From an optimization exercise on the open Yosys and OpenROAD flow, aimed at small area; shortcuts taken in it are not production practice.
Function was checked by simulation only, so behaviour that the tests miss may differ from the original.

==> design/flow/design.v <==
module clu_eval (
    input  wire        clk,
    input  wire        rst,         
    input  wire        start,
    input  wire [1:0]  mode,        
    input  wire        rev,
    input  wire        d_on_pv,
    input  wire        irst,
    input  wire        inj_en,
    input  wire        inj_point,   
    input  wire [15:0] inj_sig,
    input  wire [15:0] pv,
    input  wire [15:0] sp,
    input  wire [15:0] ff,
    input  wire [15:0] man,
    input  wire [19:0] kp,          
    input  wire [19:0] ki,
    input  wire [19:0] kd,
    input  wire [15:0] df,
    input  wire [15:0] umin,
    input  wire [15:0] umax,
    input  wire [15:0] rate,
    input  wire [39:0] c_i,         
    input  wire [15:0] c_out,
    input  wire [15:0] c_err,
    input  wire [15:0] c_pv,
    input  wire [15:0] c_dstate,
    output wire        done,
    output wire [39:0] i_out,
    output wire [15:0] d_out,
    output wire [15:0] err_out,
    output wire [15:0] pv_out,
    output wire [15:0] cand_out,
    output wire        sat,
    output wire        ova,
    output wire        lim_inv,
    output wire        at_hi,
    output wire        at_lo,
    output wire        rate_lim
);
    function automatic [47:0] rca(input [47:0] a, input [47:0] b, input ci);
        integer i;
        reg c;
        begin
            c = ci;
            for (i = 0; i < 48; i = i + 1) begin
                rca[i] = a[i] ^ b[i] ^ c;
                c      = (a[i] & b[i]) | (c & (a[i] ^ b[i]));
            end
        end
    endfunction
    function automatic lt16(input [15:0] a, input [15:0] b);
        integer i;
        reg c;
        reg [15:0] x, y;
        begin
            x = {~a[15], a[14:0]};
            y = {~b[15], b[14:0]};
            c = 1'b1;
            for (i = 0; i < 16; i = i + 1)
                c = (x[i] & ~y[i]) | (c & (x[i] | ~y[i]));
            lt16 = ~c;
        end
    endfunction
    function automatic [15:0] sat17(input [16:0] x);
        if (x[16] != x[15]) sat17 = {x[16], {15{~x[16]}}};
        else                sat17 = x[15:0];
    endfunction
    function automatic ovf17(input [16:0] x);
        ovf17 = x[16] ^ x[15];
    endfunction
    reg [4:0] cnt;
    always @(posedge clk) begin
        if (rst)
            cnt <= 5'd0;
        else if (cnt == 5'd0)
            cnt <= start ? 5'd1 : 5'd0;
        else if (cnt == 5'd16)
            cnt <= 5'd0;
        else
            cnt <= cnt + 5'd1;
    end
    wire        fin   = (cnt == 5'd16);
    wire [1:0]  slc   = cnt[1:0];
    wire [1:0]  prod  = cnt[3:2];
    wire        top   = (slc == 2'd0);
    wire        last  = (slc == 2'd3) & ~cnt[4];
    wire        c_dd  = (cnt == 5'd4);
    wire        c_d   = (cnt == 5'd8);
    wire        c_i1  = (cnt == 5'd11);
    wire        c_v   = (cnt == 5'd15);
    assign done = fin;
    wire m_off  = (mode == 2'd0);
    wire m_auto = (mode == 2'd1);
    wire m_man  = (mode == 2'd2);
    wire m_hold = (mode == 2'd3);
    wire irst_e  = irst & ~m_off;
    wire inj_sp  = inj_en & ~inj_point;
    wire inj_out = inj_en & inj_point & ~m_off;
    wire [15:0] sig_sp = inj_sp ? inj_sig : 16'd0;
    wire [16:0] sp_t   = rca({{32{sp[15]}}, sp}, {{32{sig_sp[15]}}, sig_sp}, 1'b0);
    wire [15:0] sp_e   = sat17(sp_t);
    wire        f_sp   = ovf17(sp_t);
    wire [16:0] e_s = rca({{32{sp_e[15]}}, sp_e}, ~{{32{pv[15]}}, pv}, ~rev);
    wire [16:0] e_t = e_s ^ {17{rev}};
    wire [15:0] e   = sat17(e_t);
    wire        f_e = ovf17(e_t);
    wire        pv_min  = (pv == 16'h8000);
    wire        cpv_min = (c_pv == 16'h8000);
    wire [15:0] dxa  = d_on_pv ? ~pv : e;
    wire [15:0] dxb  = d_on_pv ? {c_pv[15:1], c_pv[0] | cpv_min} : ~c_err;
    wire        dxc  = d_on_pv ? ~pv_min : 1'b1;
    wire [16:0] dx_t = rca({{32{dxa[15]}}, dxa}, {{32{dxb[15]}}, dxb}, dxc);
    wire [15:0] dx   = irst ? 16'd0 : sat17(dx_t);
    wire        f_dx = ~irst & ovf17(dx_t);
    wire        f_x  = d_on_pv & pv_min;
    wire        f_xp = ~irst & d_on_pv & cpv_min;
    wire [39:0] i0 = irst_e ? 40'd0 : c_i;
    wire [15:0] d0 = irst_e ? 16'd0 : c_dstate;
    reg  [39:0] A;       
    reg  [39:0] P;       
    reg  [15:0] R;       
    reg         sat_r, ova_r;
    wire [15:0] dd_c;    
    reg  [15:0] ma;
    reg  [15:0] bw0, bw;
    reg  [3:0]  ex;
    always @* begin
        case (prod)
            2'd0: begin ma = dx;                      bw0 = kd[15:0]; bw = kd[15:0]; ex = kd[19:16]; end
            2'd1: begin ma = m_off ? 16'd0 : df;      bw0 = dd_c;     bw = R;        ex = 4'd0;       end
            2'd2: begin ma = m_auto ? e : 16'd0;      bw0 = ki[15:0]; bw = ki[15:0]; ex = ki[19:16]; end
            default: begin ma = e;                    bw0 = kp[15:0]; bw = kp[15:0]; ex = kp[19:16]; end
        endcase
    end
    reg [3:0] bs;
    reg       bl;
    always @* begin
        case (slc)
            2'd0:    begin bs = bw0[15:12]; bl = bw0[11]; end
            2'd1:    begin bs = bw[11:8];   bl = bw[7];   end
            2'd2:    begin bs = bw[7:4];    bl = bw[3];   end
            default: begin bs = bw[3:0];    bl = 1'b0;    end
        endcase
    end
    wire        ng0 = bs[1];
    wire        on0 = bs[0] ^ bl;
    wire        tw0 = (bs[1] & ~bs[0] & ~bl) | (~bs[1] & bs[0] & bl);
    wire        ng1 = bs[3];
    wire        on1 = bs[2] ^ bs[1];
    wire        tw1 = (bs[3] & ~bs[2] & ~bs[1]) | (~bs[3] & bs[2] & bs[1]);
    wire [16:0] ax  = {ma[15], ma};
    wire [17:0] ax2 = {ax, 1'b0};
    reg  [31:0] row0, row1, pin, kc;
    reg  [31:0] s1, c1, s2, c2;
    integer j;
    always @* begin
        row0 = 32'd0; row1 = 32'd0;
        for (j = 0; j < 17; j = j + 1) begin
            row0[j]     = ((on0 & ax[j]) | (tw0 & ax2[j])) ^ ng0;
            row1[j + 2] = ((on1 & ax[j]) | (tw1 & ax2[j])) ^ ng1;
        end
        row0[16] = ~row0[16];
        row1[18] = ~row1[18];
        row0[2]  = row0[2];
        pin = top ? 32'd0 : {P[27:0], 4'd0};
        kc  = 32'hFFFB0000 | {29'd0, ng1, 1'b0, ng0};
        s1 = row0 ^ row1 ^ pin;
        c1 = ((row0 & row1) | (pin & (row0 ^ row1))) << 1;
        s2 = s1 ^ c1 ^ kc;
        c2 = ((s1 & c1) | (kc & (s1 ^ c1))) << 1;
    end
    wire [47:0] m_full = rca({16'd0, s2}, {16'd0, c2}, 1'b0);
    wire [31:0] M      = m_full[31:0];
    wire [3:0]  sh  = last ? {~ex[3], ex[2:0]} : 4'd8;
    wire [46:0] t   = {{15{M[31]}}, M} << sh;
    wire [38:0] sc  = t[46:8];
    wire        rnd = t[7] & (t[8] | (|t[6:0]));
    wire        r15p = P[14] & (P[15] | (|P[13:0]));
    wire [25:0] rq   = rca({{23{P[39]}}, P[39:15]}, 48'd0, r15p);
    wire        rq_ovf = ~((&rq[25:15]) | ~(|rq[25:15]));
    wire [15:0] dq   = rq_ovf ? {rq[25], {15{~rq[25]}}} : rq[15:0];
    wire [15:0] u;
    wire [16:0] d0x = {d0[15], d0};
    wire [16:0] qa = ({17{c_dd}} & {dq[15], dq}) | ({17{c_d}} & rq[16:0]) |
                     ({17{c_v}} & {R[15], R}) | ({17{fin}} & {u[15], u});
    wire [16:0] qb = ({17{c_dd | c_d}} & (d0x ^ {17{c_dd}})) |
                     ({17{c_v}} & {ff[15], ff}) |
                     ({17{fin & inj_out}} & {inj_sig[15], inj_sig});
    wire [16:0] qs    = rca({{31{qa[16]}}, qa}, {{31{qb[16]}}, qb}, c_dd);
    wire [15:0] q_sat = sat17(qs);
    wire        q_ovf = ovf17(qs);
    assign dd_c = q_sat;
    wire        track;
    wire        tr_on = fin & track;
    wire [41:0] xa = (c_i1 ? {{2{i0[39]}}, i0} : 42'd0) |
                     ((c_v | fin) ? {{2{A[39]}}, A} : 42'd0);
    wire [41:0] ya = (~fin ? {{3{sc[38]}}, sc} : 42'd0) |
                     (tr_on ? ~{{2{P[39]}}, P} : 42'd0);
    wire [26:0] za = (c_v ? {{10{qs[16]}}, qs} : 27'd0) |
                     (tr_on ? {{11{u[15]}}, u} : 27'd0);
    wire        ci = last ? rnd : tr_on;
    wire [41:0] zs  = {za, 15'd0};
    wire [41:0] cs_s = xa ^ ya ^ zs;
    wire [41:0] cs_c = ((xa & ya) | (zs & (xa ^ ya))) << 1;
    wire [47:0] sum_f = rca({6'd0, cs_s}, {6'd0, cs_c}, ci);
    wire [41:0] sum  = sum_f[41:0];
    wire        s_ov = ~((&sum[41:39]) | ~(|sum[41:39]));
    wire [39:0] sa   = s_ov ? {sum[41], {39{~sum[41]}}} : sum[39:0];
    always @(posedge clk) begin
        if (c_i1)
            A <= sa;
        P <= sa;
        if (c_dd | c_d)
            R <= q_sat;
        if (cnt == 5'd0) begin
            sat_r <= 1'b0;
            ova_r <= 1'b0;
        end else begin
            if (c_dd)
                sat_r <= sat_r | rq_ovf | q_ovf;
            if (c_d)
                sat_r <= sat_r | q_ovf;
            if (c_i1 | c_v)
                ova_r <= ova_r | s_ov;
        end
    end
    wire        u0_ovf = rq_ovf;
    wire [15:0] u0   = dq;
    wire        inv = lt16(umax, umin);
    wire [15:0] lo  = inv ? umax : umin;
    wire [15:0] hi  = umax;
    wire [15:0] w    = m_man ? man : u0;
    wire        w_hi = lt16(hi, w);
    wire        w_lo = lt16(w, lo);
    wire        uc_mx = w_hi | (w_lo & inv);
    wire        uc_mn = ~w_hi & w_lo & ~inv;
    wire        uc_w  = ~w_hi & ~w_lo;
    wire [15:0] uc   = ({16{uc_mx}} & umax) | ({16{uc_mn}} & umin) |
                       ({16{uc_w & m_man}} & man) | ({16{uc_w & ~m_man}} & u0);
    wire        rpos = ~rate[15] & (|rate[14:0]);
    wire        use_rate = m_auto & rpos;
    wire [16:0] rl_t = rca({{32{c_out[15]}}, c_out}, ~{{32{rate[15]}}, rate}, 1'b1);
    wire [16:0] rh_t = rca({{32{c_out[15]}}, c_out}, {{32{rate[15]}}, rate}, 1'b0);
    wire [15:0] rl   = sat17(rl_t);
    wire [15:0] rh   = sat17(rh_t);
    wire        rl_hit = lt16(uc, rl);
    wire        rh_hit = lt16(rh, uc);
    wire        s_rl = use_rate & rl_hit;
    wire        s_rh = use_rate & ~rl_hit & rh_hit;
    wire        s_uc = (m_auto | m_man) & ~s_rl & ~s_rh;
    assign u = ({16{s_rl}} & rl) | ({16{s_rh}} & rh) | ({16{s_uc}} & uc) |
               ({16{m_hold}} & c_out);
    assign track = m_auto ? (u0_ovf | (u != u0)) : (m_man | m_hold);
    wire        c_hi = lt16(hi, q_sat);
    wire        c_lo = lt16(q_sat, lo);
    wire        cd_mx = inj_out & (c_hi | (c_lo & inv));
    wire        cd_mn = inj_out & ~c_hi & c_lo & ~inv;
    wire        cd_q  = inj_out & ~c_hi & ~c_lo;
    wire [15:0] cand = ({16{cd_mx}} & umax) | ({16{cd_mn}} & umin) |
                       ({16{cd_q}} & q_sat) | ({16{~inj_out}} & u);
    assign i_out    = sum[39:0];
    assign d_out    = R;
    assign err_out  = m_off ? c_err : e;
    assign pv_out   = m_off ? c_pv : pv;
    assign cand_out = cand;
    assign sat = ~m_off & (f_sp | f_e | f_x | f_xp | f_dx | sat_r |
                           (m_auto & u0_ovf) |
                           (use_rate & (ovf17(rl_t) | ovf17(rh_t))) |
                           (inj_out & q_ovf));
    assign ova      = ~m_off & ova_r;
    assign lim_inv  = ~m_off & inv;
    assign at_hi    = (m_auto | m_man) & w_hi;
    assign at_lo    = (m_auto | m_man) & w_lo;
    assign rate_lim = use_rate & (rl_hit | rh_hit);
endmodule
==> design/flow/flow/run.sh <==
#!/bin/bash
# The standard ORFS layout (standard.sh), with two changes:
#  - the port buffers use the smallest buffer cell instead of the resizer's
#    pick (every input and output port still gets its own buffer);
#  - synthesis maps the logic with an area-oriented ABC script (the flip-flops
#    are mapped before ABC runs, so they are the standard synthesis's).
# The make output goes to standard_flow.log; ORFS keeps each step's log
# under orfs/logs.
set -euo pipefail
here=$(pwd)
rm -rf "$here/scripts_local"
cp -r "$FLOW_HOME/scripts" "$here/scripts_local"
cp "$here/flow/abc_area.script" "$here/scripts_local/abc_area.script"
export BUFFER_PORTS_ARGS="-buffer_cell sky130_fd_sc_hd__buf_1"
bash standard.sh SCRIPTS_DIR="$here/scripts_local" finish > standard_flow.log 2>&1
==> design/flow/flow/abc_area.script <==
strash
dch -f
amap -m -F 4 -A 10
mfs2 -a
strash
dch -f
amap -m -F 4 -A 10
mfs2 -a
strash
dch -f
amap -m -F 4 -A 10
topo
dnsize -c
==> design/flow/standard.sh <==
#!/bin/bash
# synth_recipe.tcl (not shown) runs the flow's synth.tcl, then flattens the netlist and writes it again
# the make line also repeats each setting of config.mk as NAME=value (left out here)
make -C /OpenROAD-flow-scripts/flow DESIGN_CONFIG=/design/flow/config.mk WORK_HOME=/design/flow/orfs CLKGATE_MAP_FILE= SYNTH_SCRIPT=/design/flow/synth_recipe.tcl "${@:-finish}"
==> design/flow/config.mk <==
export PLATFORM = sky130hd
export DESIGN_NAME = clu_eval
export DESIGN_NICKNAME = clu_eval
export VERILOG_FILES = /design/flow/design.v
export SDC_FILE = /design/flow/constraint.sdc
export NUM_CORES = 4
export LEC_CHECK = 0
export ABC_AREA = 1
export CAP_MARGIN = 20
export CORE_MARGIN = 2
export CORE_UTILIZATION = 45
export CTS_CLUSTER_DIAMETER = 50
export CTS_CLUSTER_SIZE = 8
export SLEW_MARGIN = 20
==> design/flow/constraint.sdc <==
create_clock -name core_clock -period 90.0 [get_ports {clk}]
set_input_delay 18.0000 -clock core_clock [delete_from_list [all_inputs] [get_ports {clk}]]
set_output_delay 18.0000 -clock core_clock [all_outputs]
set_load 0.01 [all_outputs]
==> results of run 1 <==
==> stage by stage <==
step / std cells / instance area, µm² / hold slack [ns]
after floorplan: 2078 / 16790 / 0.4328
after global placement: 3018 / 19360 / 0.4426
after detailed placement: 3018 / 19360 / 0.4496
after CTS: 3033 / 19670 / 0.4671
after global routing: 3033 / 19670 / 0.4876
final: 3033 / 19670 / 0.4625
==> worst min path at each step <==
stage               slack, ns  startpoint  endpoint
floorplan                0.43       ova_r     ova_r
global placement         0.44       ova_r     ova_r
detailed placement       0.45       ova_r     ova_r
CTS                      0.47       ova_r     ova_r
global route             0.49       ova_r     ova_r
finish                   0.46       ova_r     ova_r
==> worst register-to-register path: cells and delay by family, from the launching register on <==
family	cells	cell delay, ns
buffers and inverters	24	3.89
flip-flops	1	0.32
AO/OA/AOI/OAI	54	10.47
AND/OR/NAND/NOR	28	4.98
adder cells (fa/ha/maj)	91	29.91
==> state kept, by name, indices dropped and copies added, names as in the netlist <==
| signal | flops |
|---|---|
| A | 40 |
| P | 40 |
| R | 16 |
| cnt | 5 |
| ova_r | 1 |
| sat_r | 1 |
==> cell families (layout without fill, tap and decap cells) <==
kind of cell	after synthesis	count (layout)	share of synthesized area
buffers and inverters	312	799	0.06975
DFF	103	103	0.1562
and+or+nand+nor	463	463	0.1169
AOI/OAI and AO/OA	920	920	0.3591
adders and majority gates	280	280	0.2981
==> area by class of cell <==
| type | instances | area (µm²) |
|---|---|---|
| clock inverter | 5 | 63.81 |
| timing repair buffer | 472 | 1938 |
| multi-input combinational | 1663 | 13050 |
| clock buffer | 10 | 239.0 |
| inverter | 312 | 1171 |
| fill | 3711 | 17030 |
| sequential | 103 | 2623 |
| tap | 468 | 585.6 |
==> cell usage in the layout, fill, tap and decap left out, drive strengths merged, types with 18 or more instances in the layout <==
| cell type | instances |
|---|---|
| fa | 200 |
| o21ai | 287 |
| dfxtp | 47 |
| nor2 | 237 |
| buf | 471 |
| clkinv | 313 |
| o22a | 22 |
| a32oi | 19 |
| a222oi | 97 |
| o221ai | 18 |
| nand2 | 125 |
| o22ai | 185 |
| a21oi | 138 |
| o21a | 31 |
| a32o | 21 |
| ha | 80 |
| nor2b | 23 |
| edfxtp | 56 |
| a22oi | 39 |
==> routing by layer <==
metal,up-vias,part of all wire,global-route usage
li1,8834,-,-
met1,9383,0.39,0.5020
met2,1214,0.46,0.6235
met3,186,0.11,0.09715
met4,0,0.040,0.1378
met5,-,0,0
==> metrics.cfg, run 1 <==
[routing]
viasPerCell=6.468
drt-wirelength-per-cell_um=24.84
antenna_left=0
drc_errors=0
vias=19620
wl_um=75340
drtPass1Iterations=10
drtIter0Drc=2861

[placed_design]
hpwl_um=62480
place_congestion=1.022
dp_slack_ns=9.061
portBuffers=428

[sta]
finalSetupTns_ns=0
rsz0062_at_grt=false
drv_slew=0
max-slew-margin-rel=0.2439
max_freq_mhz=12.35
fin_ws_ns=9.054
worst_pin_slew_ns=1.126
min_period_over_period=0.8994
hold_viol_final=0
setup_viol_count_final=0
fin_skew_ns=0.01327
period_minus_slack_ns=80.95

[setup_path]
r2r_slack_ns=40.08
cpLargestDelayFamily=adder cells
cp_common_cell=fa_1
endpoint=i_out[39]
rr_worst_depth=197
worstSetupEndpointType=output pin
cp_max_fo=17
crit_start=inj_point
cp_slowest_cell=o21ai_0
r2r-start=P[14]
path_class=input pin to output pin
worst-path-buf-inv=19
rr_endpoint=A[20]
crit_required_ns=72.00
arrival_ns=62.95
crit_path_max_incr_delay_ns=0.57
crit_cells=138
crit_path_start_kind=input pin

[logic_synthesis]
synth-seq-area-share=0.1562
synth_edf_count=56
syn_avg_cell_area_um2=8.080
yosys.area.top_type=fa_1
synth.distinct_cells=43
syn_area_um2=16790
synth_ff_type=edfxtp_1
synthCells=2078
yosysMostFrequentCell=clkinv_1
syn-num-nets=2676
netlist.area_leader.share=0.2385
synthArstFlopShare=0
synthTopCellsByArea=fa_1 (24%), edfxtp_1 (10%), o21ai_0 (8.6%)
synth_commonest_cells=clkinv_1 (312), o21ai_0 (287), nor2_1 (237), fa_1 (200), o22ai_1 (185)
yosys_warnings=1
synth_seq_cells=103

[clock_network]
cts_tree=built
root_buffer=clkbuf_16
path_clk_slew_ns=0.07
post_cts_buffers=0
cts_buffer_depth=2
clkSinkCount=103
clock_latency_ns=0.38
cts_resized=0
cts_inserted_buffers=9
htreeDepth=3
postCtsHoldBufs=0

[global_routing]
grt_max_degree=66
grt_pass1_wl_um=113400
grtUsageTotal=0.3857
grt_pass1_vias=19000
antenna_found_initial=1
overflow=0

[floorplanning]
ios=429
placementRows=70
die_w_um=197.2
coreArea_um2=36700
initial_core_util=0.4575
die_area_um2=38870
die_h_um=197.2

[status]
status=complete, no violations

[cells_and_area]
utilization=0.5360
n_antenna_cell=0
areaGrowthSynthToFinish_pct=17.16
finalNetCount=3159
layout-drive-gt1-share=0.02924

[worst_hold_path]
hold_depth=1
hold_path_class=flip-flop to flip-flop

[flow_run]
cap_violations=0

==> inputs of run 2 (changes only) <==
--- a/design/flow/design.v
+++ b/design/flow/design.v
@@ -112,5 +112,3 @@
     wire        dxc  = d_on_pv ? ~pv_min : 1'b1;
-    wire [16:0] dx_t = rca({{32{dxa[15]}}, dxa}, {{32{dxb[15]}}, dxb}, dxc);
-    wire [15:0] dx   = irst ? 16'd0 : sat17(dx_t);
-    wire        f_dx = ~irst & ovf17(dx_t);
+    wire        c_dx = (cnt[4:2] == 3'd0);    
     wire        f_x  = d_on_pv & pv_min;
@@ -123,3 +121,5 @@
     reg         sat_r, ova_r;
-    wire [15:0] dd_c;    
+    wire [15:0] dd_c;
+    wire [15:0] q_sat;
+    wire [15:0] dx = irst ? 16'd0 : q_sat;    
     reg  [15:0] ma;
@@ -184,9 +184,9 @@
     wire [16:0] d0x = {d0[15], d0};
-    wire [16:0] qa = ({17{c_dd}} & {dq[15], dq}) | ({17{c_d}} & rq[16:0]) |
+    wire [16:0] qa = ({17{c_dx}} & {dxa[15], dxa}) | ({17{c_dd}} & {dq[15], dq}) | ({17{c_d}} & rq[16:0]) |
                      ({17{c_v}} & {R[15], R}) | ({17{fin}} & {u[15], u});
-    wire [16:0] qb = ({17{c_dd | c_d}} & (d0x ^ {17{c_dd}})) |
+    wire [16:0] qb = ({17{c_dx}} & {dxb[15], dxb}) | ({17{c_dd | c_d}} & (d0x ^ {17{c_dd}})) |
                      ({17{c_v}} & {ff[15], ff}) |
                      ({17{fin & inj_out}} & {inj_sig[15], inj_sig});
-    wire [16:0] qs    = rca({{31{qa[16]}}, qa}, {{31{qb[16]}}, qb}, c_dd);
-    wire [15:0] q_sat = sat17(qs);
+    wire [16:0] qs    = rca({{31{qa[16]}}, qa}, {{31{qb[16]}}, qb}, c_dd | (c_dx & dxc));
+    assign      q_sat = sat17(qs);
     wire        q_ovf = ovf17(qs);
@@ -195,16 +195,16 @@
     wire        tr_on = fin & track;
-    wire [41:0] xa = (c_i1 ? {{2{i0[39]}}, i0} : 42'd0) |
-                     ((c_v | fin) ? {{2{A[39]}}, A} : 42'd0);
-    wire [41:0] ya = (~fin ? {{3{sc[38]}}, sc} : 42'd0) |
-                     (tr_on ? ~{{2{P[39]}}, P} : 42'd0);
-    wire [26:0] za = (c_v ? {{10{qs[16]}}, qs} : 27'd0) |
-                     (tr_on ? {{11{u[15]}}, u} : 27'd0);
-    wire        ci = last ? rnd : tr_on;
-    wire [41:0] zs  = {za, 15'd0};
-    wire [41:0] cs_s = xa ^ ya ^ zs;
-    wire [41:0] cs_c = ((xa & ya) | (zs & (xa ^ ya))) << 1;
-    wire [47:0] sum_f = rca({6'd0, cs_s}, {6'd0, cs_c}, ci);
-    wire [41:0] sum  = sum_f[41:0];
-    wire        s_ov = ~((&sum[41:39]) | ~(|sum[41:39]));
-    wire [39:0] sa   = s_ov ? {sum[41], {39{~sum[41]}}} : sum[39:0];
+    wire [40:0] xa = (c_i1 ? {i0[39], i0} : 41'd0) |
+                     ((c_v | fin) ? {A[39], A} : 41'd0);
+    wire [40:0] ya = (~fin ? {{2{sc[38]}}, sc} : 41'd0) |
+                     (tr_on ? ~{P[39], P} : 41'd0);
+    wire [25:0] za = (c_v ? {{9{qs[16]}}, qs} : 26'd0) |
+                     (tr_on ? {{10{u[15]}}, u} : 26'd0);
+    wire        ci = rnd | tr_on;
+    wire [40:0] zs  = {za, 15'd0};
+    wire [40:0] cs_s = xa ^ ya ^ zs;
+    wire [40:0] cs_c = ((xa & ya) | (zs & (xa ^ ya))) << 1;
+    wire [47:0] sum_f = rca({7'd0, cs_s}, {7'd0, cs_c}, ci);
+    wire [40:0] sum  = sum_f[40:0];
+    wire        s_ov = sum[40] ^ sum[39];
+    wire [39:0] sa   = s_ov ? {sum[40], {39{~sum[40]}}} : sum[39:0];
     always @(posedge clk) begin
@@ -216,3 +216,3 @@
         if (cnt == 5'd0) begin
-            sat_r <= 1'b0;
+            sat_r <= ~irst & q_ovf;      
             ova_r <= 1'b0;
@@ -266,3 +266,3 @@
     assign cand_out = cand;
-    assign sat = ~m_off & (f_sp | f_e | f_x | f_xp | f_dx | sat_r |
+    assign sat = ~m_off & (f_sp | f_e | f_x | f_xp | sat_r |
                            (m_auto & u0_ovf) |
==> run 2 against run 1 <==
Effect of this change:
- area after synthesis fell by 0.72%
- worst hold slack better by 0.059 ns
- largest cell class unchanged
- die area shrank 0.71%
- cell count about the same
==> metrics.cfg, run 2 <==
[sta]
fin_skew_ns=0.01468  ; +0.001409 ns
rsz0062_at_grt=false
setup_viol_count_final=0  ; unchanged
max-slew-margin-rel=0.3378  ; +0.09395
holdWs_ns=0.5215  ; +0.05893 ns
drv_slew=0  ; unchanged
fin_ws_ns=4.033  ; -5.021 ns
period_minus_slack_ns=85.97  ; +5.021 ns
min_period_over_period=0.9552  ; +0.05579
finalSetupTns_ns=0  ; unchanged
max_freq_mhz=11.63  ; -5.8%
hold_viol_final=0  ; unchanged
worst_pin_slew_ns=0.9829  ; -0.1426 ns

[cells_and_area]
layout_commonest_cell=buf_1
areaGrowthSynthToFinish_pct=17.55
reg_top3=A (40), P (40), R (16)
finalNetCount=3141  ; -0.57%
layout-drive-gt1-share=0.03044  ; +0.001205
fillers=3684  ; -0.73%
final_cell_mix=buf_1 (428), clkinv_1 (337), o21ai_0 (262)
stdcell_area_um2=19590  ; -0.39%

[floorplanning]
coreArea_um2=36520  ; -0.48%
ios=429  ; unchanged
die_area_um2=38600  ; -0.71%
initial_core_util=0.4564  ; -0.001129
die_h_um=196.5  ; -0.36%
placementRows=70  ; unchanged
die_w_um=196.5  ; -0.36%

[clock_network]
cts_inserted_buffers=9  ; unchanged
cts_tree=built
clkSinkCount=103  ; unchanged
root_buffer=clkbuf_16
htreeDepth=3  ; unchanged
path_clk_slew_ns=0.08  ; about the same
post_cts_buffers=0  ; unchanged
postCtsHoldBufs=0  ; unchanged
clock_latency_ns=0.37  ; about the same
cts_resized=0  ; unchanged
cts_buffer_depth=2  ; unchanged

[setup_path]
crit_path_start_kind=input pin
cp_max_fo=30  ; +13
crit_path_max_incr_delay_ns=0.71  ; +0.14 ns
arrival_ns=67.97  ; +5.02 ns
crit_required_ns=72.00  ; about the same
rr_worst_depth=196  ; -0.51%
cp_slowest_cell=ha_1
cp_common_cell=fa_1
worstSetupEndpointType=output pin
path_class=input pin to output pin

[routing]
wl_um=77470  ; +2.8%
drtIter0Drc=3064  ; +7.1%
drc_errors=0  ; unchanged
drtPass1Iterations=13  ; +3
drt-wirelength-per-cell_um=25.56  ; +2.9%
viasPerCell=6.559  ; +1.4%
antenna_left=0  ; unchanged
vias=19880  ; +1.3%

[logic_synthesis]
synth.distinct_cells=43  ; unchanged
syn_area_um2=16670  ; -0.72%
synth-seq-area-share=0.1579  ; +0.001738
syn_avg_cell_area_um2=8.049  ; -0.39%
synthTopCellsByArea=fa_1 (22%), edfxtp_1 (10%), o21ai_0 (7.9%)
yosysMostFrequentCell=clkinv_1
yosys_warnings=1  ; unchanged
synth_edf_count=57  ; +1.8%
synth_seq_cells=103  ; unchanged
synthCells=2071  ; -0.34%
synth_commonest_cells=clkinv_1 (338), o21ai_0 (264), nor2_1 (245), fa_1 (182), o22ai_1 (175)
synth_ff_type=edfxtp_1
synthArstFlopShare=0  ; unchanged
netlist.area_leader.share=0.2186  ; -0.01988
yosys.area.top_type=fa_1
syn-num-nets=2655  ; -0.78%

[global_routing]
grtUsageTotal=0.3936  ; +0.007989
grt_max_degree=53  ; -20%
overflow=0  ; unchanged
antenna_found_initial=2  ; +1
grt_pass1_wl_um=114300  ; +0.74%
grt_pass1_vias=18810  ; -0.99%

[placed_design]
portBuffers=428  ; unchanged
place_congestion=1.046  ; +2.3%
hpwl_um=64350  ; +3.0%
dp_slack_ns=3.804  ; -5.257 ns
dpl-instance-area_um2=19250  ; -0.57%

[status]
status=complete, no violations

[worst_hold_path]
hold_depth=1  ; unchanged
hold_path_class=flip-flop to flip-flop

[flow_run]
cap_violations=0  ; unchanged

## run 2: cell count changes after synthesis, moves of 9 or more
| cell | delta |
|---|---|
| a31oi_1 | +15 |
| o22ai_1 | -10 |
| clkinv_1 | +26 |
| o21ai_0 | -23 |
| a21oi_1 | -16 |
| a221oi_1 | +9 |
| fa_1 | -18 |
| o22a_1 | +15 |
| o221ai_1 | +10 |
| nand2_1 | -17 |
| nand2b_1 | -11 |
## run 2: worst max-delay path: cells and delay by family
kind / cells / cell delay (ns)
simple gates: 7 / 1.85
fa+ha+maj: 101 / 40.75
compound gates: 19 / 4.64
buf+inv: 19 / 2.66
## run 2: layout make-up
cell class	instances	area, µm²	area share
clock inverter	7	97.59	0.004981
antenna	1	2.502	0.0001277
multi-input combinational	1630	12820	0.6544
tap	468	585.6	0.02989
timing repair buffer	475	1959	0.1000
inverter	338	1269	0.06475
sequential	103	2633	0.1344
clock buffer	9	225.2	0.01149
## run 2: layer usage
layer / part of all wire / GRT usage
met5: 0.000052 / 0
met4: 0.050 / 0.1672
met3: 0.10 / 0.05886
met2: 0.45 / 0.6345
met1: 0.40 / 0.5291
## run 2: per-stage QoR
step,cells,utilization
6_report,3031,0.5365
2_1_floorplan,2071,-
5_1_grt,3030,0.5364
3_3_place_gp,3013,0.5271
3_5_place_dp,3013,0.5271
4_1_cts,3029,0.5359
## run 2: path summary, 6_finish.rpt
kind	endpoint	slack (ns)	from
worst max-delay path	i_out[39]	4.03	inj_point
worst min-delay path	cnt[0]	0.52	cnt[0]
worst max register to register	A[13]	39.12	P[15]
worst min register to register	cnt[0]	0.52	cnt[0]
## run 2: logic make-up (layout without fill, tap and decap cells)
group / after synthesis / in the layout / synth area share
AOI/OAI and AO/OA: 929 / 929 / 0.3749
and+or+nand+nor: 435 / 435 / 0.1094
adders and majority gates: 266 / 266 / 0.2816
other: 0 / 1 / 0
buffers and inverters: 338 / 829 / 0.07611
DFF: 103 / 103 / 0.1579
==> inputs of run 3 (changes only) <==
--- a/design/flow/config.mk
+++ b/design/flow/config.mk
@@ -13,2 +13,3 @@
 export CTS_CLUSTER_SIZE = 8
+export GPL_TIMING_DRIVEN = 0
 export SLEW_MARGIN = 20
==> run 3 against run 2 <==
Effect of this change:
- sequential cell count stayed put
- maximum frequency fell by 2.1%
- global-route usage is 0.29 points lower
- first-iteration DRC count shrank 21%
- design area is 0.84% higher
- register-to-register slack worse by 0.87 ns
- area after synthesis stayed put
- non-clock buffer count decreased by 21
- routed wire length fell by 1.0%
==> metrics.cfg, run 3 <==
[status]
status=complete, no violations

[logic_synthesis]
synthTopCellsByArea=fa_1 (22%), edfxtp_1 (10%), o21ai_0 (7.9%)
synth_commonest_cells=clkinv_1 (338), o21ai_0 (264), nor2_1 (245), fa_1 (182), o22ai_1 (175)
synth-seq-area-share=0.1579  ; unchanged
syn_avg_cell_area_um2=8.049  ; unchanged
syn-num-nets=2655  ; unchanged
yosysMostFrequentCell=clkinv_1
synth_edf_count=57  ; unchanged
yosys_warnings=1  ; unchanged
netlist.area_leader.share=0.2186  ; unchanged
synth.distinct_cells=43  ; unchanged
yosys.area.top_type=fa_1
synthArstFlopShare=0  ; unchanged
synth_seq_cells=103  ; unchanged
syn_area_um2=16670  ; unchanged
synth_ff_type=edfxtp_1
synthCells=2071  ; unchanged

[setup_path]
rr_worst_depth=190  ; -3.1%
endpoint=i_out[39]
arrival_ns=69.78  ; +1.81 ns
crit_start=inj_point
cp_max_fo=30  ; unchanged
crit_path_max_incr_delay_ns=0.89  ; +0.18 ns
rr_endpoint=A[14]
r2r-start=P[14]
worstSetupEndpointType=output pin
crit_path_start_kind=input pin
crit_required_ns=72.00  ; about the same
cp_slowest_cell=clkinv_1
path_class=input pin to output pin
r2r_slack_ns=38.25  ; -0.87 ns
cp_common_cell=fa_1

[clock_network]
clkSinkCount=103  ; unchanged
cts_resized=0  ; unchanged
htreeDepth=3  ; unchanged
post_cts_buffers=0  ; unchanged
path_clk_slew_ns=0.08  ; about the same
root_buffer=clkbuf_16
clock_latency_ns=0.37  ; about the same
cts_tree=built
postCtsHoldBufs=0  ; unchanged
cts_buffer_depth=2  ; unchanged
cts_inserted_buffers=9  ; unchanged

[cells_and_area]
layout-drive-gt1-share=0.02912  ; -0.001323
finalNetCount=3120  ; -0.67%
final_cells=3011  ; -0.66%
areaGrowthSynthToFinish_pct=18.54
final_cell_mix=buf_1 (426), clkinv_1 (336), o21ai_0 (259)
reg_top3=A (40), P (40), R (16)
layout_commonest_cell=buf_1

[worst_hold_path]
hold_depth=1  ; unchanged
hold_path_class=flip-flop to flip-flop

[floorplanning]
ios=429  ; unchanged
die_area_um2=38600  ; unchanged
die_w_um=196.5  ; unchanged
initial_core_util=0.4564  ; unchanged
placementRows=70  ; unchanged
die_h_um=196.5  ; unchanged
coreArea_um2=36520  ; unchanged

[routing]
drt-wirelength-per-cell_um=25.47  ; -0.34%
wl_um=76700  ; -1.0%
antenna_left=0  ; unchanged
viasPerCell=6.592  ; +0.51%
drc_errors=0  ; unchanged
drtIter0Drc=2412  ; -21%
drtPass1Iterations=11  ; -2
vias=19850  ; -0.16%

[global_routing]
grt_pass1_vias=18870  ; +0.33%
grtUsageTotal=0.3907  ; -0.002918
antenna_found_initial=2  ; unchanged
grt_max_degree=42  ; -21%
grt_pass1_wl_um=113800  ; -0.40%
overflow=0  ; unchanged

[sta]
rsz0062_at_grt=false
max-slew-margin-rel=0.1938  ; -0.1441
max_freq_mhz=11.39  ; -2.1%
period_minus_slack_ns=87.78  ; +1.808 ns
hold_viol_final=0  ; unchanged
fin_skew_ns=0.01331  ; -0.001370 ns
drv_slew=0  ; unchanged
worst_pin_slew_ns=1.197  ; +0.2138 ns
finalSetupTns_ns=0  ; unchanged
min_period_over_period=0.9753  ; +0.02008
setup_viol_count_final=0  ; unchanged

[flow_run]
cap_violations=0  ; unchanged

[placed_design]
portBuffers=428  ; unchanged
hpwl_um=63390  ; -1.5%
place_congestion=1.017  ; -2.8%
dp.cells=2990  ; -0.76%

## run 3: worst min-delay path by stage
stage	startpoint	end	slack (ns)
floorplan	ova_r	ova_r	0.43
CTS	cnt[0]	cnt[0]	0.51
global route	cnt[0]	cnt[0]	0.55
finish	cnt[0]	cnt[0]	0.52
global placement	cnt[0]	cnt[0]	0.48
detailed placement	cnt[0]	cnt[0]	0.49
## run 3: worst max-delay path: cells and delay by family
kind	cells	cell delay (ns)
buffers and inverters	16	2.50
and+or+nand+nor	9	2.47
AOI/OAI and AO/OA	19	5.83
adders and majority gates	100	40.94
## run 3: routing by layer
metal  share of wire  wire length (µm)  up-vias  global-route usage
met5               0                 0        -                   0
met2            0.44             34010     1273              0.6168
met1            0.40             30530     9517              0.5214
met4           0.050              3830        0              0.1692
met3            0.11              8324      192             0.07940
li1                -                 -     8868                   -
## run 3: kinds of logic (layout without fill, tap and decap cells)
logic type	Yosys count	in the layout	synth area share
buffers and inverters	338	808	0.07611
other	0	2	0
DFF	103	103	0.1579
AOI/OAI and AO/OA	929	929	0.3749
and+or+nand+nor	435	435	0.1094
adders and majority gates	266	266	0.2816
## run 3: per-stage QoR
stage                     utilization  setup WS [ns]  hold slack, ns  area (µm²)
after floorplan                     -          6.555          0.4315       16670
after global placement         0.5164          1.884          0.4805       18860
after detailed placement       0.5305          2.430          0.4898       19370
after CTS                      0.5391          2.372          0.5085       19690
after global routing           0.5409        0.04029          0.5471       19750
final                          0.5410          2.225          0.5192       19760
## run 3: layout make-up
cell class / count / area (µm²)
timing repair buffer: 454 / 2041
antenna: 2 / 5.005
clock inverter: 6 / 73.82
fill: 3691 / 16760
multi-input combinational: 1630 / 12910
sequential: 103 / 2633
clock buffer: 10 / 239.0
tap: 468 / 585.6
inverter: 338 / 1270
==> inputs of run 4 (changes only) <==
==> design/flow/flow/run.sh (replaced) <==
#!/bin/bash
# The standard ORFS layout (standard.sh), with these changes:
#  - the port buffers use the smallest buffer cell instead of the resizer's
#    pick (every input and output port still gets its own buffer);
#  - synthesis maps all logic, adders included, with an area-oriented ABC
#    script instead of first extracting full/half-adder cells (the
#    flip-flops are mapped before ABC runs, so they are the standard
#    synthesis's).
# The make output goes to standard_flow.log; ORFS keeps each step's log
# under orfs/logs.
set -euo pipefail
here=$(pwd)
rm -rf "$here/scripts_local"
cp -r "$FLOW_HOME/scripts" "$here/scripts_local"
cp "$here/flow/abc_area.script" "$here/scripts_local/abc_area.script"
export BUFFER_PORTS_ARGS="-buffer_cell sky130_fd_sc_hd__buf_1"
bash standard.sh SCRIPTS_DIR="$here/scripts_local" ADDER_MAP_FILE= finish > standard_flow.log 2>&1
--- a/design/flow/flow/abc_area.script
+++ b/design/flow/flow/abc_area.script
@@ -1 +1,9 @@
+strash
+dch -f
+amap -m -F 4 -A 10
+mfs2 -a
+strash
+dch -f
+amap -m -F 4 -A 10
+mfs2 -a
 strash
--- a/design/flow/config.mk
+++ b/design/flow/config.mk
@@ -13,3 +13,2 @@
 export CTS_CLUSTER_SIZE = 8
-export GPL_TIMING_DRIVEN = 0
 export SLEW_MARGIN = 20
==> run 4 against run 3 <==
Effect of this change:
- clock-buffer cell count down 1
- sequential cell count stayed put
- first-iteration DRC count is 43% higher
- clock skew is 0.0016 ns higher
- utilization grew 0.061 points
- design area fell by 0.37%
- routed wire length increased by 14%
- maximum frequency rose by 25%
- worst setup slack improved by 18 ns
- critical endpoint unchanged
- largest cell class unchanged
==> metrics.cfg, run 4 <==
[sta]
drv_slew=0  ; unchanged
min_period_over_period=0.7783  ; -0.1970
setup_viol_count_final=0  ; unchanged
fin_ws_ns=19.96  ; +17.73 ns
rsz0062_at_grt=false
fin_skew_ns=0.01489  ; +0.001576 ns
max_freq_mhz=14.28  ; +25%
hold_viol_final=0  ; unchanged
worst_pin_slew_ns=1.212  ; +0.01486 ns
max-slew-margin-rel=0.1838  ; -0.01001
period_minus_slack_ns=70.04  ; -17.73 ns
finalSetupTns_ns=0  ; unchanged

[setup_path]
cp_common_cell=nor2_1
crit_path_start_kind=input pin
worstSetupEndpointType=output pin
crit_required_ns=72.00  ; about the same
crit_path_max_incr_delay_ns=0.79  ; -0.10 ns
arrival_ns=52.04  ; -17.74 ns
cp_max_fo=27  ; -10%
path_class=input pin to output pin
cp_slowest_cell=a21oi_1

[clock_network]
path_clk_slew_ns=0.09  ; about the same
root_buffer=clkbuf_16
cts_buffer_depth=2  ; unchanged
clock_latency_ns=0.37  ; about the same
cts_inserted_buffers=9  ; unchanged
cts_tree=built
htreeDepth=3  ; unchanged
clkSinkCount=103  ; unchanged
post_cts_buffers=0  ; unchanged
cts_resized=0  ; unchanged
postCtsHoldBufs=0  ; unchanged

[cells_and_area]
layout-drive-gt1-share=0.03596  ; +0.006838
final_cells=3672  ; +22%
areaGrowthSynthToFinish_pct=19.46
reg_top3=A (40), P (40), R (16)
final_cell_mix=o21ai_0 (528), buf_1 (427), nand2_1 (394)
layout_commonest_cell=o21ai_0
finalNetCount=3511  ; +13%
utilization=0.5416  ; +0.0006110

[status]
status=complete, no violations

[logic_synthesis]
synth_edf_count=57  ; unchanged
syn_area_um2=16480  ; -1.1%
synthArstFlopShare=0  ; unchanged
netlist.area_leader.share=0.1613  ; -0.05732
synthCells=2673  ; +29%
syn-num-nets=2991  ; +13%
synthTopCellsByArea=o21ai_0 (16%), edfxtp_1 (10%), nor2_1 (9.0%)
synth_seq_cells=103  ; unchanged
synth-seq-area-share=0.1597  ; +0.001811
synth_ff_type=edfxtp_1
syn_avg_cell_area_um2=6.165  ; -23%
yosys_warnings=1  ; unchanged
yosysMostFrequentCell=o21ai_0
yosys.area.top_type=o21ai_0
synth_commonest_cells=o21ai_0 (531), nor2_1 (395), nand2_1 (394), clkinv_1 (251), a21oi_1 (187)
synth.distinct_cells=46  ; +7.0%

[routing]
drtIter0Drc=3449  ; +43%
vias=24520  ; +24%
drtPass1Iterations=9  ; -2
viasPerCell=6.678  ; +1.3%
drc_errors=0  ; unchanged
wl_um=87650  ; +14%
drt-wirelength-per-cell_um=23.87  ; -6.3%
antenna_left=0  ; unchanged

[placed_design]
hpwl_um=71450  ; +13%
portBuffers=428  ; unchanged
place_congestion=1.067  ; +5.0%
dp.cells=3648  ; +22%
dp_slack_ns=20.93  ; +18.50 ns

[flow_run]
cap_violations=0  ; unchanged

[floorplanning]
initial_core_util=0.4534  ; -0.002998
coreArea_um2=36350  ; -0.48%
die_area_um2=38170  ; -1.1%
die_w_um=195.4  ; -0.56%
ios=429  ; unchanged
placementRows=70  ; unchanged
die_h_um=195.4  ; -0.56%

[worst_hold_path]
hold_path_class=flip-flop to flip-flop

[global_routing]
overflow=0  ; unchanged
grt_pass1_vias=21600  ; +14%
grt_max_degree=45  ; +7.1%
grtUsageTotal=0.4426  ; +0.05182
grt_pass1_wl_um=130000  ; +14%
antenna_found_initial=6  ; +4

-- run 4: changes by cell type after synthesis, sizes merged, moves of 84 or more --
cell / before / now
clkinv: 338 / 251
fa: 182 / 0
ha: 84 / 0
nand2: 108 / 394
nor2: 245 / 395
o21ai: 264 / 531
o22a: 37 / 149
-- run 4: logic make-up after synthesis --
family / after synthesis / synth area share
xor+xnor: 1 / 0.0005316
buf+inv: 251 / 0.05717
compound gates: 1437 / 0.5693
simple gates: 881 / 0.2133
flops: 103 / 0.1597
-- run 4: worst paths after layout --
check,start,end,slack [ns],cells after the start
worst max register to register,P[15],A[17],52.91,219
worst max-delay path,umax[1],i_out[39],19.96,207
worst min-delay path,cnt[0],cnt[0],0.55,1
worst min register to register,cnt[0],cnt[0],0.55,1
-- run 4: per-layer routing --
metal,GRT usage,up-vias,part of all wire
met4,0.2262,2,0.062
met2,0.6795,1692,0.42
met5,0,-,0.00015
li1,-,11460,-
met3,0.1043,294,0.13
met1,0.5790,11070,0.39
-- run 4: area by class of cell --
cell class / instances / area [µm²]
Fill cell: 3779 / 16660
Multi-Input combinational cell: 2319 / 12970
Sequential cell: 103 / 2633
Timing Repair Buffer: 509 / 2213
Inverter: 251 / 942.2
Tap cell: 468 / 585.6
Clock buffer: 9 / 225.2
Clock inverter: 7 / 97.59
Antenna cell: 6 / 15.01
-- run 4: worst max-delay path, delay by kind of cell --
kind | cells | cell delay [ns]
AO/OA/AOI/OAI | 119 | 21.84
buffers and inverters | 14 | 3.47
AND/OR/NAND/NOR | 74 | 8.67
-- run 4: per-stage QoR --
step | instance area, µm² | hold WS [ns]
floorplan | 16480 | 0.4323
finish | 19690 | 0.5465
global placement | 19330 | 0.5230
detailed placement | 19330 | 0.5274
global route | 19680 | 0.5676
CTS | 19660 | 0.5466
==> inputs of run 5 (changes only) <==
--- a/design/flow/config.mk
+++ b/design/flow/config.mk
@@ -13,2 +13,3 @@
 export CTS_CLUSTER_SIZE = 8
+export GPL_TIMING_DRIVEN = 0
 export SLEW_MARGIN = 20
==> run 5 against run 4 <==
Effect of this change:
- still clean on timing, DRC and antenna
- synthesized cell count unchanged
- critical path depth shrank 8
- worst setup slack got worse by 3.6 ns
- non-clock buffer count is 57 lower
- design area shrank 1.2%
- clock-buffer cell count did not move
- critical endpoint unchanged
==> metrics.cfg, run 5 <==
[logic_synthesis]
yosys_warnings=1  ; unchanged
synth.distinct_cells=46  ; unchanged
synth_edf_count=57  ; unchanged
syn_avg_cell_area_um2=6.165  ; unchanged
synth_seq_cells=103  ; unchanged
synthArstFlopShare=0  ; unchanged
synth_commonest_cells=o21ai_0 (531), nor2_1 (395), nand2_1 (394), clkinv_1 (251), a21oi_1 (187)
synthCells=2673  ; unchanged
yosysMostFrequentCell=o21ai_0
syn_area_um2=16480  ; unchanged
synth_ff_type=edfxtp_1
syn-num-nets=2991  ; unchanged
netlist.area_leader.share=0.1613  ; unchanged
yosys.area.top_type=o21ai_0
synthTopCellsByArea=o21ai_0 (16%), edfxtp_1 (10%), nor2_1 (9.0%)
synth-seq-area-share=0.1597  ; unchanged

[setup_path]
cpLargestDelayFamily=compound AO/OA/AOI/OAI gates
cp_common_cell=nor2_1
path_class=input pin to output pin
worstSetupEndpointType=output pin
crit_required_ns=72.00  ; about the same
arrival_ns=55.62  ; +3.58 ns
crit_path_max_incr_delay_ns=0.94  ; +0.15 ns
crit_path_start_kind=input pin
cp_slowest_cell=nor2_1
worst-path-buf-inv=12  ; -2
cp_max_fo=23  ; -15%

[clock_network]
htreeDepth=3  ; unchanged
cts_buffer_depth=2  ; unchanged
post_cts_buffers=0  ; unchanged
root_buffer=clkbuf_16
clock_latency_ns=0.38  ; about the same
postCtsHoldBufs=0  ; unchanged
cts_tree=built
clkSinkCount=103  ; unchanged
cts_resized=0  ; unchanged
cts_inserted_buffers=9  ; unchanged
path_clk_slew_ns=0.08  ; about the same

[global_routing]
grt_pass1_vias=21180  ; -2.0%
grtUsageTotal=0.4208  ; -0.02177
grt_max_degree=42  ; -6.7%
antenna_found_initial=7  ; +1
grt_pass1_wl_um=124100  ; -4.6%
overflow=0  ; unchanged

[sta]
rsz0062_at_grt=false
drv_slew=0  ; unchanged
period_minus_slack_ns=73.62  ; +3.572 ns
worst_pin_slew_ns=1.270  ; +0.05878 ns
finalSetupTns_ns=0  ; unchanged
hold_viol_final=0  ; unchanged
setup_viol_count_final=0  ; unchanged
max-slew-margin-rel=0.1442  ; -0.03960
fin_skew_ns=0.009380  ; -0.005507 ns
min_period_over_period=0.8179  ; +0.03969
max_freq_mhz=13.58  ; -4.9%

[cells_and_area]
final_cell_mix=o21ai_0 (522), buf_1 (426), nand2_1 (393)
layout_commonest_cell=o21ai_0
areaGrowthSynthToFinish_pct=17.99
finalNetCount=3454  ; -1.6%
fillers=3810  ; +0.82%
stdcell_area_um2=19440  ; -1.2%
layout-drive-gt1-share=0.02483  ; -0.01113
reg_top3=A (40), P (40), R (16)

[worst_hold_path]
hold_path_class=flip-flop to flip-flop

[routing]
drtIter0Drc=3169  ; -8.1%
drc_errors=0  ; unchanged
maxUsedRoutingLayer=met5
drt-met1-wl_um=33370  ; -2.6%
dr_wl_met2_um=35440  ; -3.3%
antenna_left=0  ; unchanged
drtPass1Iterations=10  ; +1
wl_met3_um=9981  ; -12%
vias=24050  ; -1.9%
drt-wirelength-per-cell_um=23.29  ; -2.4%
wl_um=84160  ; -4.0%
viasPerCell=6.653  ; -0.36%

[floorplanning]
die_area_um2=38170  ; unchanged
coreArea_um2=36350  ; unchanged
placementRows=70  ; unchanged
initial_core_util=0.4534  ; unchanged
die_h_um=195.4  ; unchanged
ios=429  ; unchanged
die_w_um=195.4  ; unchanged

[placed_design]
portBuffers=428  ; unchanged
hpwl_um=68660  ; -3.9%
dpl-instance-area_um2=19130  ; -1.1%
place_congestion=1.053  ; -1.3%

[status]
status=complete, no violations

[flow_run]
cap_violations=0  ; unchanged

-- run 5: cell counts after synthesis --
No cell type changed its count.
-- run 5: cell type report --
type,count,area [µm²],share of cell area
clock inverter,7,61.31,0.003153
tap,468,585.6,0.03011
timing repair buffer,452,1918,0.09864
sequential,103,2633,0.1354
multi-input combinational,2319,13070,0.6720
clock buffer,9,225.2,0.01158
inverter,251,942.2,0.04845
antenna,5,12.51,0.0006435
-- run 5: cell families (layout without fill, tap and decap cells) --
logic type	Yosys count	count (layout)	synth area share
AOI/OAI and AO/OA	1437	1437	0.5693
xor gates and xnor gates	1	1	0.0005316
buffers and inverters	251	719	0.05717
DFF	103	103	0.1597
and+or+nand+nor	881	881	0.2133
other	0	5	0
-- run 5: stage by stage --
stage	hold WS [ns]	util	std cells	setup slack [ns]
floorplan	0.4323	-	2673	24.40
global placement	0.4490	0.5137	3569	15.55
detailed placement	0.4674	0.5262	3592	17.51
CTS	0.4859	0.5341	3608	17.39
global route	0.5230	0.5350	3614	13.15
finish	0.4900	0.5350	3614	16.38
-- run 5: worst min-delay path, stage by stage, from the launching register on --
cell and delay, ns:
dfxtp_1 0.34, nor2_1 0.05, nor2_1 0.07
-- run 5: final timing paths --
| kind | cells after the start | start | end | slack (ns) |
|---|---|---|---|---|
| setup / recovery | 199 | umax[1] | i_out[39] | 16.38 |
| hold / removal | 2 | ova_r | ova_r | 0.49 |
| setup reg to reg | 210 | P[14] | A[20] | 49.73 |
| hold reg to reg | 2 | ova_r | ova_r | 0.49 |
-- run 5: per-layer routing --
layer | vias to the layer above | global-route usage
met5 | - | 0
met4 | 4 | 0.2324
met2 | 1629 | 0.6448
li1 | 11330 | -
met1 | 10780 | 0.5571
met3 | 303 | 0.07979
==> inputs of run 6 (changes only) <==
--- a/design/flow/config.mk
+++ b/design/flow/config.mk
@@ -8,3 +8,3 @@
 export ABC_AREA = 1
-export CAP_MARGIN = 20
+export CAP_MARGIN = 5
 export CORE_MARGIN = 2
@@ -14,2 +14,2 @@
 export GPL_TIMING_DRIVEN = 0
-export SLEW_MARGIN = 20
+export SLEW_MARGIN = 5
==> run 6 against run 5 <==
Effect of this change:
- the layout now fails its checks (max-capacitance violations, max-slew violations)
- via count down 1.0%
- sequential cell count unchanged
- register-to-register slack worse by 0.11 ns
- utilization up 0.10 points
- die area unchanged
- maximum frequency down 0.77%
- highest routed layer unchanged
==> metrics.cfg, run 6 <==
[placed_design]
place_congestion=1.053  ; unchanged
portBuffers=428  ; unchanged
dp_slack_ns=17.31  ; -0.2070 ns
dpl-instance-area_um2=19180  ; +0.26%
hpwl_um=68510  ; -0.22%

[routing]
drc_errors=0  ; unchanged
antenna_left=0  ; unchanged
drtPass1Iterations=9  ; -1
wl_um=83420  ; -0.88%
vias=23800  ; -1.0%
viasPerCell=6.578  ; -1.1%
drtIter0Drc=3110  ; -1.9%
drt-wirelength-per-cell_um=23.06  ; -0.99%

[setup_path]
cp_slowest_cell=and2_0
crit_path_start_kind=input pin
path_class=input pin to output pin
crit_path_max_incr_delay_ns=0.98  ; +0.04 ns
rr_endpoint=A[18]
rr_worst_depth=210  ; unchanged
r2r-start=P[14]
r2r_slack_ns=49.62  ; -0.11 ns
cp_common_cell=nor2_1
cp_max_fo=25  ; +8.7%
worst-path-buf-inv=11  ; -1
crit_start=umax[1]
cpLargestDelayFamily=compound AO/OA/AOI/OAI gates
worstSetupEndpointType=output pin
arrival_ns=56.19  ; +0.57 ns
crit_required_ns=72.00  ; about the same

[sta]
setup_viol_count_final=0  ; unchanged
holdWs_ns=0.4871  ; -0.002924 ns
max_freq_mhz=13.48  ; -0.77%
max-slew-margin-rel=-0.02027  ; -0.1644
fin_skew_ns=0.008953  ; -0.0004269 ns
worst_pin_slew_ns=1.514  ; +0.2441 ns
fin_ws_ns=15.81  ; -0.5709 ns
hold_viol_final=0  ; unchanged
min_period_over_period=0.8243  ; +0.006343
rsz0062_at_grt=false
period_minus_slack_ns=74.19  ; +0.5709 ns
drv_slew=8  ; +8
finalSetupTns_ns=0  ; unchanged

[floorplanning]
coreArea_um2=36350  ; unchanged
initial_core_util=0.4534  ; unchanged
die_h_um=195.4  ; unchanged
ios=429  ; unchanged
die_w_um=195.4  ; unchanged
die_area_um2=38170  ; unchanged
placementRows=70  ; unchanged

[worst_hold_path]
hold_path_class=flip-flop to flip-flop
hold_path_end=ova_r
min-delay-start=ova_r
hold_depth=2  ; unchanged

[cells_and_area]
reg_top3=A (40), P (40), R (16)
layout_commonest_cell=o21ai_0
seqCellArea_um2=2633  ; unchanged
areaGrowthSynthToFinish_pct=18.22
fillers=3881  ; +1.9%
layout-drive-gt1-share=0.02226  ; -0.002575
multi_input_area_um2=13010  ; -0.48%
stdcell_area_um2=19480  ; +0.19%
finalNetCount=3458  ; +0.12%
final_cell_mix=o21ai_0 (526), buf_1 (427), nand2_1 (393)

[logic_synthesis]
synth.distinct_cells=46  ; unchanged
synth-seq-area-share=0.1597  ; unchanged
syn_avg_cell_area_um2=6.165  ; unchanged
synthTopCellsByArea=o21ai_0 (16%), edfxtp_1 (10%), nor2_1 (9.0%)
yosys.area.top_type=o21ai_0
synth_commonest_cells=o21ai_0 (531), nor2_1 (395), nand2_1 (394), clkinv_1 (251), a21oi_1 (187)
synth_seq_cells=103  ; unchanged
synth_edf_count=57  ; unchanged
syn-num-nets=2991  ; unchanged
synthCells=2673  ; unchanged
syn_area_um2=16480  ; unchanged
yosys_warnings=1  ; unchanged
yosysMostFrequentCell=o21ai_0
netlist.area_leader.share=0.1613  ; unchanged
synth_ff_type=edfxtp_1
synthArstFlopShare=0  ; unchanged

[clock_network]
htreeDepth=3  ; unchanged
postCtsHoldBufs=0  ; unchanged
cts_tree=built
path_clk_slew_ns=0.08  ; about the same
post_cts_buffers=0  ; unchanged
clock_latency_ns=0.38  ; about the same
cts_buffer_depth=2  ; unchanged
clkSinkCount=103  ; unchanged
cts_inserted_buffers=9  ; unchanged
root_buffer=clkbuf_16
cts_resized=0  ; unchanged

[global_routing]
grt_busiest_layer=met2
overflow=0  ; unchanged
antenna_found_initial=6  ; -1
met3_usage=0.08532  ; +0.005527
grt_max_degree=42  ; unchanged
grtUsageTotal=0.4167  ; -0.004106
grt_pass1_wl_um=122600  ; -1.2%
use_met1=0.5492  ; -0.007903
grt_pass1_vias=20870  ; -1.5%
grt_use_met2=0.6364  ; -0.008466

[flow_run]
cap_violations=1  ; +1

[status]
status=finished with violations
so_faults=max-capacitance violations, max-slew violations

==> run 6: cell counts after synthesis <==
No cell type changed its count.
==> run 6: metrics by stage <==
step	cells	utilization
after floorplan	2673	-
after global placement	3569	0.5137
after detailed placement	3597	0.5276
after CTS	3613	0.5355
after global routing	3617	0.5359
final	3618	0.5360
==> run 6: per-layer routing <==
layer,up-vias,part of all wire
li1,11350,-
met1,10700,0.40
met2,1501,0.42
met3,245,0.11
met4,2,0.061
met5,-,0.00011
==> run 6: how the worst max path moves through the flow <==
stage | endpoint | slack, ns | cells past startpoint
6_report | i_out[39] | 15.81 | 198
5_1_grt | i_out[39] | 12.61 | 200
4_1_cts | i_out[39] | 17.14 | 198
3_5_place_dp | i_out[39] | 17.31 | 198
3_3_place_gp | i_out[39] | 15.55 | 195
2_1_floorplan | i_out[39] | 24.40 | 192
==> run 6: logic make-up (layout without fill, tap and decap cells) <==
group           count (synthesis)  count (layout)  synth area share
other cells                     0               5                 0
xor+xnor                        1               1         0.0005316
compound gates               1437            1437            0.5693
flops                         103             103            0.1597
buf+inv                       251             723           0.05717
simple gates                  881             881            0.2133
==> run 6: cell type report <==
| cell class | instances | share of cell area |
|---|---|---|
| tap | 468 | 0.03006 |
| inverter | 251 | 0.04836 |
| antenna | 5 | 0.0006422 |
| timing repair buffer | 456 | 0.1036 |
| sequential | 103 | 0.1351 |
| clock inverter | 7 | 0.003147 |
| clock buffer | 9 | 0.01156 |
| multi-input combinational | 2319 | 0.6675 |
==> run 6: worst min-delay path: cells and delay by family, from the launching register on <==
kind / cells / cell delay, ns
AND/OR/NAND/NOR: 2 / 0.12
flip-flops: 1 / 0.34
==> inputs of run 7 (changes only) <==
--- a/design/flow/config.mk
+++ b/design/flow/config.mk
@@ -8,8 +8,7 @@
 export ABC_AREA = 1
-export CAP_MARGIN = 5
+export CAP_MARGIN = 20
 export CORE_MARGIN = 2
 export CORE_UTILIZATION = 45
-export CTS_CLUSTER_DIAMETER = 50
-export CTS_CLUSTER_SIZE = 8
-export GPL_TIMING_DRIVEN = 0
-export SLEW_MARGIN = 5
+export CTS_CLUSTER_DIAMETER = 100
+export CTS_CLUSTER_SIZE = 20
+export SLEW_MARGIN = 20
==> run 7 against run 6 <==
Effect of this change:
- maximum frequency increased by 5.9%
- highest routed layer unchanged
- now clean on timing, DRC and antenna
- largest cell class unchanged
- routed wire length grew 5.1%
- global-route usage is 2.6 points higher
- clock-buffer cell count did not move
==> metrics.cfg, run 7 <==
[status]
status=complete, no violations

[setup_path]
crit_path_max_incr_delay_ns=0.79  ; -0.19 ns
path_class=input pin to output pin
rr_worst_depth=219  ; +4.3%
r2r-start=P[15]
cp_slowest_cell=a21oi_1
rr_endpoint=A[17]
cp_max_fo=27  ; +8.0%
arrival_ns=52.04  ; -4.15 ns
cp_common_cell=nor2_1
crit_path_start_kind=input pin
r2r_slack_ns=52.91  ; +3.29 ns
crit_required_ns=72.00  ; about the same
worstSetupEndpointType=output pin

[cells_and_area]
layout-drive-gt1-share=0.03596  ; +0.01370
final_cell_mix=o21ai_0 (528), buf_1 (427), nand2_1 (394)
reg_top3=A (40), P (40), R (16)
layout_commonest_cell=o21ai_0
finalNetCount=3511  ; +1.5%
final_cells=3672  ; +1.5%
areaGrowthSynthToFinish_pct=19.46

[logic_synthesis]
yosys.area.top_type=o21ai_0
synth_seq_cells=103  ; unchanged
synth_edf_count=57  ; unchanged
netlist.area_leader.share=0.1613  ; unchanged
synth_commonest_cells=o21ai_0 (531), nor2_1 (395), nand2_1 (394), clkinv_1 (251), a21oi_1 (187)
synth_top_family_by_area=compound AO/OA/AOI/OAI gates
synth-compound-area-share=0.5693  ; unchanged
synthArstFlopShare=0  ; unchanged
synthTopCellsByArea=o21ai_0 (16%), edfxtp_1 (10%), nor2_1 (9.0%)
yosysMostFrequentCell=o21ai_0
yosys_warnings=1  ; unchanged
synth-seq-area-share=0.1597  ; unchanged
synthCells=2673  ; unchanged
synthMuxAreaShare=0  ; unchanged
syn-num-nets=2991  ; unchanged
syn_area_um2=16480  ; unchanged
syn_avg_cell_area_um2=6.165  ; unchanged
yosys.area_share.simple=0.2133  ; unchanged
synth_fa_ha_area_frac=0  ; unchanged
synth_ff_type=edfxtp_1
synth-xor-area-share=0.0005315  ; unchanged
synth.distinct_cells=46  ; unchanged

[routing]
drc_errors=0  ; unchanged
drt-wirelength-per-cell_um=23.87  ; +3.5%
antenna_left=0  ; unchanged
wl_um=87650  ; +5.1%
drtIter0Drc=3449  ; +11%
drtPass1Iterations=9  ; unchanged
vias=24520  ; +3.0%
viasPerCell=6.678  ; +1.5%

[global_routing]
grt_pass1_wl_um=130000  ; +6.1%
grt_pass1_vias=21600  ; +3.5%
grtUsageTotal=0.4426  ; +0.02587
antenna_found_initial=6  ; unchanged
grt_max_degree=45  ; +7.1%
overflow=0  ; unchanged

[sta]
fin_ws_ns=19.96  ; +4.143 ns
worst_pin_slew_ns=1.212  ; -0.3028 ns
holdWs_ns=0.5465  ; +0.05939 ns
drv_slew=0  ; -8
hold_viol_final=0  ; unchanged
fin_skew_ns=0.01489  ; +0.005934 ns
max_freq_mhz=14.28  ; +5.9%
rsz0062_at_grt=false
period_minus_slack_ns=70.04  ; -4.143 ns
finalSetupTns_ns=0  ; unchanged
min_period_over_period=0.7783  ; -0.04604
max-slew-margin-rel=0.1838  ; +0.2040
setup_viol_count_final=0  ; unchanged

[floorplanning]
ios=429  ; unchanged
placementRows=70  ; unchanged
coreArea_um2=36350  ; unchanged
die_h_um=195.4  ; unchanged
initial_core_util=0.4534  ; unchanged
die_w_um=195.4  ; unchanged
die_area_um2=38170  ; unchanged

[clock_network]
post_cts_buffers=0  ; unchanged
path_clk_slew_ns=0.09  ; about the same
cts_inserted_buffers=9  ; unchanged
clkSinkCount=103  ; unchanged
root_buffer=clkbuf_16
cts_buffer_depth=2  ; unchanged
cts_resized=0  ; unchanged
htreeDepth=3  ; unchanged
postCtsHoldBufs=0  ; unchanged
cts_tree=built
clock_latency_ns=0.37  ; about the same

[placed_design]
dp.cells=3648  ; +1.4%
portBuffers=428  ; unchanged
dp_slack_ns=20.93  ; +3.622 ns
place_congestion=1.067  ; +1.3%
hpwl_um=71450  ; +4.3%

[worst_hold_path]
min-delay-start=cnt[0]
hold_depth=1  ; -1
hold_path_end=cnt[0]
hold_path_class=flip-flop to flip-flop

[flow_run]
cap_violations=0  ; -1

-- run 7: worst max-delay path: cells and delay by family --
family | cells | cell delay, ns
compound gates | 119 | 21.84
simple gates | 74 | 8.67
buf+inv | 14 | 3.47
-- run 7: worst max-delay path by stage --
stage,from,to
after CTS,umax[1],i_out[39]
after global routing,umax[1],i_out[39]
after floorplan,umax[1],i_out[39]
after global placement,umax[1],i_out[39]
after detailed placement,umax[1],i_out[39]
final,umax[1],i_out[39]
-- run 7: routing by layer --
metal | global-route usage | vias to the layer above | part of all wire
li1 | - | 11460 | -
met1 | 0.5790 | 11070 | 0.39
met2 | 0.6795 | 1692 | 0.42
met3 | 0.1043 | 294 | 0.13
met4 | 0.2262 | 2 | 0.062
met5 | 0 | - | 0.00015
-- run 7: cell families after synthesis --
kind of cell              count (synthesis)
buffers and inverters                   251
xor gates and xnor gates                  1
and+or+nand+nor                         881
DFF                                     103
AOI/OAI and AO/OA                      1437
-- run 7: cell type report --
| cell class | count | area [µm²] |
|---|---|---|
| Sequential cell | 103 | 2633 |
| Timing Repair Buffer | 509 | 2213 |
| Clock inverter | 7 | 97.59 |
| Tap cell | 468 | 585.6 |
| Multi-Input combinational cell | 2319 | 12970 |
| Fill cell | 3779 | 16660 |
| Antenna cell | 6 | 15.01 |
| Clock buffer | 9 | 225.2 |
| Inverter | 251 | 942.2 |
-- run 7: stage by stage --
stage	util	area (µm²)
after floorplan	-	16480
after global placement	0.5317	19330
after detailed placement	0.5319	19330
after CTS	0.5408	19660
after global routing	0.5415	19680
final	0.5416	19690

## re-timing with driven ports
Ports are ideal in the flow. The routed layouts listed here were re-timed in OpenROAD.
Step 1 sets driving cells, clkbuf_16 on the clock port and buf_2 on the other inputs (assumed; they add their load-dependent delay and slew).
Step 2 adds t to the input delays and takes it off the output delays; t is the mean of the earliest and latest rising clock arrival at the registers after step 1. Input paths then give back, and output paths get back, about the clock's delay inside the block.
a / b / c = ideal ports / drivers / drivers and shift; a / b = the first two.
run	t, ns	slack for setup (ns)	latest minus earliest clock arrival (ns)
run 1	0.421	9.054 / 9.033 / 9.033	0.013 / 0.013
run 2	0.412	4.033 / 4.009 / 4.009	0.015 / 0.015
run 3	0.417	2.225 / 2.198 / 2.198	0.013 / 0.013
run 4	0.416	19.957 / 19.929 / 19.929	0.015 / 0.015
run 5	0.419	16.385 / 16.309 / 16.309	0.009 / 0.010
run 6	0.424	15.814 / 15.728 / 15.728	0.009 / 0.008
run 7	0.416	19.957 / 19.929 / 19.929	0.015 / 0.015
For run 6, which loses most, drivers alone change the setup slack by -0.086 ns; drivers and shift together by -0.086 ns.
